Source: an optimization exercise on an open RTL-to-GDS flow (aim: small area). Production flows keep margins and buffers that such runs may drop.
The RTL was checked by simulation tests, not by an equivalence proof against the original design.
Power and IR drop assume default switching activity.

==> flow/design.v (excerpt) <==
module mi_decim (
    input  wire        clk,
    input  wire        rst,
    input  wire        en,
    input  wire        align,
    input  wire        invert,
    input  wire        mod_tick,
    input  wire        mod_dat,
    input  wire [4:0]  guard_count,
    input  wire        guard_hi_en,
    input  wire        guard_lo_en,
    input  wire [23:0] guard_hi,
    input  wire [23:0] guard_lo,
    input  wire        ovr_clr,
    output reg         swift_valid,    
    output wire [31:0] swift_word,
    output reg         control_valid,    
    output wire [31:0] control_word,
    output reg         quiet_valid,    
    output wire [31:0] quiet_word,
    output reg         record_valid,    
    output wire [31:0] record_word,
    output reg         stat_ovr,
    output reg         ovr_sticky,
    output reg         guard_hi_live,
    output reg         guard_lo_live
);
clock: 40.0 ns
lec_check: 0
abc_clock_period_in_ps: 15000
cap_margin: 5
core_margin: 2
core_utilization: 40
slew_margin: 5
standard.sh (not shown) runs the stock make flow with config.mk's settings and CLKGATE_MAP_FILE= SYNTH_SCRIPT=/design/flow/synth_recipe.tcl, a recipe that flattens the netlist after the stock synthesis.
==> flow/flow/run.sh <==
#!/bin/bash
# The standard layout (standard.sh), with three changes:
# - after the standard synthesis, OpenROAD's restructure re-maps the
#   combinational logic for area (registers are not touched), from a copy of
#   the Liberty file without the platform's don't-use cells;
# - each port is buffered by a buf_1 instead of the resizer's default pick;
# - clock tree: clkbuf_4 buffers, clusters of at most 10 sinks within 40 um,
#   no dummy loads.
# Each tool's output goes to a log of its own here: standard_synth.log,
# filter_lib.log, restructure.log, standard.log (the tools' own logs are under orfs/logs).
set -euo pipefail
ARGS=("BUFFER_PORTS_ARGS=-buffer_cell sky130_fd_sc_hd__buf_1"
      "CTS_ARGS=-sink_clustering_enable -repair_clock_nets -dont_use_dummy_load -buf_list sky130_fd_sc_hd__clkbuf_4 -sink_clustering_size 10 -sink_clustering_max_diameter 40")
bash standard.sh "${ARGS[@]}" synth > standard_synth.log 2>&1
RES=orfs/results/$FLOW_PLATFORM/mi_decim/base
LIB=$FLOW_HOME/platforms/$FLOW_PLATFORM/lib/sky130_fd_sc_hd__tt_025C_1v80.lib
python3 flow/filter_lib.py $LIB rs_use.lib 'sky130_fd_sc_hd__(lpflow_.*|probe_p_8|probec_p_8)' > filter_lib.log 2>&1
mkdir -p rs_work
cat > restructure.tcl <<EOT
read_db $RES/1_synth.odb
read_liberty $LIB
read_sdc $RES/1_synth.sdc
report_design_area
restructure -target area -liberty_file rs_use.lib -tielo_port sky130_fd_sc_hd__conb_1/LO -tiehi_port sky130_fd_sc_hd__conb_1/HI -work_dir rs_work
report_design_area
write_db $RES/1_synth.odb
EOT
openroad -no_init -exit restructure.tcl > restructure.log 2>&1
bash standard.sh "${ARGS[@]}" finish > standard.log 2>&1
==> flow/flow/filter_lib.py <==
"""Copy a Liberty file without the cells whose names match the given regular
expression (the platform's don't-use cells), so that restructure cannot pick
them. Usage: filter_lib.py IN.lib OUT.lib REGEX"""
import re
import sys

src, dst, pat = sys.argv[1], sys.argv[2], re.compile(sys.argv[3])
cell = re.compile(r'^\s*cell\s*\(\s*"?([A-Za-z0-9_]+)"?\s*\)\s*\{')
out = []
skip = 0
with open(src) as f:
    for line in f:
        if skip:
            skip += line.count("{") - line.count("}")
            continue
        m = cell.match(line)
        if m and pat.fullmatch(m.group(1)):
            skip = line.count("{") - line.count("}")
            continue
        out.append(line)
with open(dst, "w") as f:
    f.writelines(out)
Edit:
--- a/flow/config.mk
+++ b/flow/config.mk
@@ -8,5 +8,6 @@
 export ABC_CLOCK_PERIOD_IN_PS = 15000
-export CAP_MARGIN = 5
+export CAP_MARGIN = 20
 export CORE_MARGIN = 2
 export CORE_UTILIZATION = 40
-export SLEW_MARGIN = 5
+export PLACE_DENSITY = 0.6
+export SLEW_MARGIN = 20
Clock skew stays the same.
Global-route usage stays the same.
Worst setup slack stays the same.
Combinational power is about the same.
Critical path depth does not change.
Total power does not change.
Register-to-register slack is about the same.
Clock-buffer cell count is unchanged.
Design area does not change.
Synthesized area stays the same.
Edit:
--- a/flow/config.mk
+++ b/flow/config.mk
@@ -11,3 +11,4 @@
 export CORE_UTILIZATION = 40
-export PLACE_DENSITY = 0.6
+export GPL_ROUTABILITY_DRIVEN = 0
+export GPL_TIMING_DRIVEN = 0
 export SLEW_MARGIN = 20
Outcome: Via count went down by 0.86%; sequential share of layout area went down by 0.61 points; fmax drops by 4.7%; count of clock-buffer cells in the layout went up by 1; worst setup slack is worse by 1.5 ns; wire length decreases by 3.9%.
Edit:
--- a/flow/config.mk
+++ b/flow/config.mk
@@ -11,4 +11,2 @@
 export CORE_UTILIZATION = 40
-export GPL_ROUTABILITY_DRIVEN = 0
-export GPL_TIMING_DRIVEN = 0
 export SLEW_MARGIN = 20
Outcome:
- global-route usage is higher by 0.60 points
- total power hardly moves
- combinational power barely changes
- register-to-register slack improved by 2.0 ns
- routed wire length came out higher by a few percent
- sequential power barely changes

-- port drivers added, routing unchanged --
No port has a modelled driver above. Below, the same layouts with a new extraction and two added sets of constraints.
Step 1 assumes that a clkbuf_16 drives the clock port and a buf_2 every other input.
Step 2 times the ports against the registers' clock, not the clock port: input delays grow and output delays shrink by t, the midpoint of the rising clock arrivals with the driver on.
Slacks: no drivers / after step 1 / after step 2; pairs: no drivers / after step 1.
run	t, ns	setup slack, ns	clock arrival spread, ns	worst register clock-pin slew, ns
the first run	0.637	10.139 / 10.163 / 9.525	0.093 / 0.093	0.10 / 0.10
the second run	0.637	10.139 / 10.163 / 9.525	0.093 / 0.093	0.10 / 0.10
the third run	0.664	8.650 / 8.674 / 8.010	0.092 / 0.092	0.10 / 0.10
the fourth run	0.637	10.139 / 10.163 / 9.525	0.093 / 0.093	0.10 / 0.10
After both steps every run listed still meets setup and hold. For the third run, which loses most, drivers alone change the setup slack by +0.024 ns; drivers and shift together by -0.640 ns.
